Source: an optimization exercise on an open RTL-to-GDS flow (aim: small area, a short achievable clock period and few clock cycles per item). Production flows keep margins and buffers that such runs may drop.
In this exercise RTL edits were held to simulation tests only and were not proved equivalent to the original.

== run Y ==
==> flow/design.v (excerpt) <==
module cq32_block (
    input  wire        clk,
    input  wire        rst,         
    input  wire        coef_we,
    input  wire [2:0]  coef_addr,
    input  wire [37:0] coef_data,   
    input  wire        clr,         
    input  wire        in_valid,
    output wire        in_ready,
    input  wire [1:0]  in_mode,     
    input  wire [31:0] in_x,
    output reg         out_valid,
    output reg  [31:0] out_y,
    output reg         out_acc_sat,
    output reg  [1:0]  out_sat
);
    localparam MODE_PI = 2'd0, MODE_PID = 2'd1, MODE_BQ = 2'd2, MODE_SAT = 2'd3;
    localparam OP_SIG = 3'd0, OP_Y = 3'd1, OP_S1 = 3'd2, OP_ONE = 3'd3, OP_YF = 3'd4, OP_S1F = 3'd5;
    localparam I_ZERO = 3'd0, I_S0 = 3'd1, I_S1 = 3'd2, I_R = 3'd3, I_Q = 3'd4;
    localparam F_NONE = 4'd0, F_Y = 4'd1, F_YLIM = 4'd2, F_S0LIM = 4'd3,
               F_S0SAT = 4'd4, F_S1SAT = 4'd5, F_QLD = 4'd6, F_LLD = 4'd7,
               F_HLD = 4'd8;
    reg signed [31:0] cval [0:7];
    reg        [5:0]  cshf [0:7];
    reg signed [47:0] s0, s1;
    reg signed [31:0] s2;           
    always @(posedge clk) begin
        if (coef_we) begin
            cval[coef_addr] <= coef_data[31:0];
            cshf[coef_addr] <= coef_data[37:32];
        end
    end
    reg signed [79:0] q;
    reg signed [47:0] hreg;
    reg               l_gt_h;
    reg               lim_v;
    reg [1:0]         lim_m;
    reg        av;         
    reg        st;         
  ...
Settings: LEC_CHECK=0, CAP_MARGIN=20, CORE_MARGIN=2, CORE_UTILIZATION=50, PLACE_DENSITY=0.65, SLEW_MARGIN=20; clock period 28.0 ns.
standard.sh (not shown) runs the stock make flow with config.mk's settings and CLKGATE_MAP_FILE= SYNTH_SCRIPT=/design/flow/synth_recipe.tcl, a recipe that flattens the netlist after the stock synthesis.
==> flow/flow/run.sh <==
#!/bin/bash
# Layout flow: the standard flow (standard.sh) unchanged, with two
# settings for the layout steps passed through the environment:
#  - the buffers that every input and output port gets are buf_4 cells
#    (the default choice is a slow delay-buffer cell);
set -euo pipefail
export BUFFER_PORTS_ARGS="-buffer_cell sky130_fd_sc_hd__buf_4"
export SETUP_SLACK_MARGIN=21.0
bash standard.sh synth > synth.log 2>&1
bash standard.sh finish > layout.log 2>&1
Testbench counts of run Y, summed over its fixed seeds: cycles 13,072, items 3,072.
Here is what was changed in the inputs of run Z compared with run Y.
diff --git a/flow/flow/run.sh b/flow/flow/run.sh
--- a/flow/flow/run.sh
+++ b/flow/flow/run.sh
@@ -7,3 +7,3 @@
 export BUFFER_PORTS_ARGS="-buffer_cell sky130_fd_sc_hd__buf_4"
-export SETUP_SLACK_MARGIN=21.0
+export SETUP_SLACK_MARGIN=20.5
 bash standard.sh synth > synth.log 2>&1
Notes after the runs:
The more densely filled core belongs to run Y, not run Z.
Run Z: total wire length about 4.6% below run Y
| area fraction of clock buffers and clock inverters | run Z vs run Y | 0.23 points higher |
When the final numbers for run Y and run Z were put side by side, the global routing usage summed across all routing layers turned out to be greater in run Y.


cq32_block, a different RTL version from the one above (not shown whole).
Size in the first run: roughly 9700 cells after synthesis, about 940 flip-flops, about 120 I/O pins, roughly 89000 µm² of cells after synthesis.
==> flow/config.mk <==
export PLATFORM = sky130hd
export DESIGN_NAME = cq32_block
export DESIGN_NICKNAME = cq32_block
export VERILOG_FILES = /design/flow/design.v
export SDC_FILE = /design/flow/constraint.sdc
export NUM_CORES = 4
export LEC_CHECK = 0
export CAP_MARGIN = 20
export CORE_MARGIN = 2
export CORE_UTILIZATION = 40
export PLACE_DENSITY = 0.6
export SLEW_MARGIN = 20
==> flow/constraint.sdc <==
create_clock -name core_clock -period 28.0 [get_ports {clk}]
set_input_delay 5.6000 -clock core_clock [delete_from_list [all_inputs] [get_ports {clk}]]
set_output_delay 5.6000 -clock core_clock [all_outputs]
set_load 0.01 [all_outputs]
run.sh (not shown) runs the stock make flow with config.mk's settings and CLKGATE_MAP_FILE= SYNTH_SCRIPT=/design/flow/synth_recipe.tcl, a recipe that flattens the netlist after the stock synthesis.
Stock flow here: none of the scripts above is used.
Testbench counts at the start, summed over its fixed seeds: cycles 13,072, items 3,072.
Change:
==> flow/flow/run.sh (new file) <==
#!/bin/bash
# Layout flow: the standard flow (standard.sh) unchanged, with two
# settings for the layout steps passed through the environment:
#  - the buffers that every input and output port gets are buf_4 cells
#    (the default choice is a slow delay-buffer cell);
set -euo pipefail
export BUFFER_PORTS_ARGS="-buffer_cell sky130_fd_sc_hd__buf_4"
export SETUP_SLACK_MARGIN=20.5
bash standard.sh synth > synth.log 2>&1
bash standard.sh finish > layout.log 2>&1
==> flow/standard.sh (new file) <==
#!/bin/bash
# synth_recipe.tcl (not shown) runs the flow's synth.tcl, then flattens the netlist and writes it again
# the make line also repeats each setting of config.mk as NAME=value (left out here)
make -C /OpenROAD-flow-scripts/flow DESIGN_CONFIG=/design/flow/config.mk WORK_HOME=/design/flow/orfs CLKGATE_MAP_FILE= SYNTH_SCRIPT=/design/flow/synth_recipe.tcl "${@:-finish}"
--- a/flow/config.mk
+++ b/flow/config.mk
@@ -8,5 +8,5 @@
 export CAP_MARGIN = 20
 export CORE_MARGIN = 2
-export CORE_UTILIZATION = 40
-export PLACE_DENSITY = 0.6
+export CORE_UTILIZATION = 50
+export PLACE_DENSITY = 0.65
 export SLEW_MARGIN = 20
removed: flow/run.sh
=> The changed run passed the timing, design-rule and antenna checks; register-to-register slack gains 1.7 ns; fmax grows by 23%; count of clock-buffer cells in the layout came out lower by 6; die area shrinks by 20%.


Setup of the baseline:
RTL: one of the versions met above, not the one the previous note started from.
For scale: ~9700 cells after synthesis, about 120 I/O pins, about 89000 sq um of cells after synthesis.
==> flow/config.mk <==
export PLATFORM = sky130hd
export DESIGN_NAME = cq32_block
export DESIGN_NICKNAME = cq32_block
export VERILOG_FILES = /design/flow/design.v
export SDC_FILE = /design/flow/constraint.sdc
export NUM_CORES = 4
export LEC_CHECK = 0
export CAP_MARGIN = 20
export CORE_MARGIN = 2
export CORE_UTILIZATION = 50
export CTS_CLUSTER_DIAMETER = 80
export CTS_CLUSTER_SIZE = 24
export PLACE_DENSITY = 0.65
export SLEW_MARGIN = 20
==> flow/constraint.sdc <==
create_clock -name core_clock -period 28.0 [get_ports {clk}]
set_input_delay 5.6000 -clock core_clock [delete_from_list [all_inputs] [get_ports {clk}]]
set_output_delay 5.6000 -clock core_clock [all_outputs]
set_load 0.01 [all_outputs]
standard.sh (not shown) runs the stock make flow with config.mk's settings and CLKGATE_MAP_FILE= SYNTH_SCRIPT=/design/flow/synth_recipe.tcl, a recipe that flattens the netlist after the stock synthesis.
==> flow/flow/run.sh <==
#!/bin/bash
# Layout flow: the standard flow (standard.sh) unchanged, with two
# settings for the layout steps passed through the environment:
#  - the buffers that every input and output port gets are buf_4 cells
#    (the default choice is a slow delay-buffer cell);
set -euo pipefail
export BUFFER_PORTS_ARGS="-buffer_cell sky130_fd_sc_hd__buf_4"
export SETUP_SLACK_MARGIN=20.5
bash standard.sh synth > synth.log 2>&1
bash standard.sh finish > layout.log 2>&1
Looking at the reports, the baseline completed the entire flow and the layout it produced met the timing, design-rule and antenna checks.
Testbench counts of the baseline, summed over its fixed seeds: cycles 13,072, items 3,072.
> inputs changed (the baseline -> the candidate)
--- a/flow/flow/run.sh
+++ b/flow/flow/run.sh
@@ -7,3 +7,3 @@
 export BUFFER_PORTS_ARGS="-buffer_cell sky130_fd_sc_hd__buf_4"
-export SETUP_SLACK_MARGIN=20.5
+export SETUP_SLACK_MARGIN=21.0
 bash standard.sh synth > synth.log 2>&1
Results
The candidate improves on the baseline in peak clock frequency supported by timing. STATUS area of all placed cells without fillers: the candidate loses against the baseline. Comparing the baseline and the candidate, the lower sum of routed wire length over all layers is on the baseline. In the tables for the baseline and the candidate, wire length on met2 reads lower with the baseline. Against the baseline, the candidate comes in 3.8 points higher on global routing usage on met3. Between the baseline and the candidate, the flow reports met3 wirelength from detailed routing increasing by more than 10%. The candidate: met1 usage higher than the baseline.

[port drivers added, routing unchanged]
Ports are ideal in the flow. The routed layouts listed here were re-timed in OpenROAD. Step 1, drivers: a clkbuf_16 drives clk and a buf_2 each remaining input, both assumed. Step 2 also shifts input and output timing later by t, the mid clock arrival at the registers, as if the neighbouring blocks saw the same clock. a / b / c = ideal ports / drivers / drivers and shift; a / b = the first two.
| run | t (ns) | setup slack, ns | worst setup path at the end | worst register clock-pin slew, ns |
|---|---|---|---|---|
| run Y | 0.871 | 20.837 / 20.744 / 20.499 | input to register | 0.08 / 0.08 |
| run Z | 0.879 | 20.614 / 20.614 / 20.614 | register to register | 0.07 / 0.07 |
| the first run of note 2 | 0.828 | 18.862 / 18.862 / 18.862 | register to register | 0.07 / 0.07 |
| the second run of note 2 | 0.831 | 20.566 / 20.566 / 19.836 | input to register | 0.09 / 0.09 |
| the baseline | 0.840 | 20.569 / 20.569 / 20.569 | register to register | 0.10 / 0.10 |
| the candidate | 0.833 | 20.911 / 20.826 / 20.510 | input to register | 0.11 / 0.11 |
After both steps every run listed still meets setup and hold. The setup slack of the second run of note 2, which loses most, moves by 0.000 ns with the drivers and by -0.730 ns with both steps.
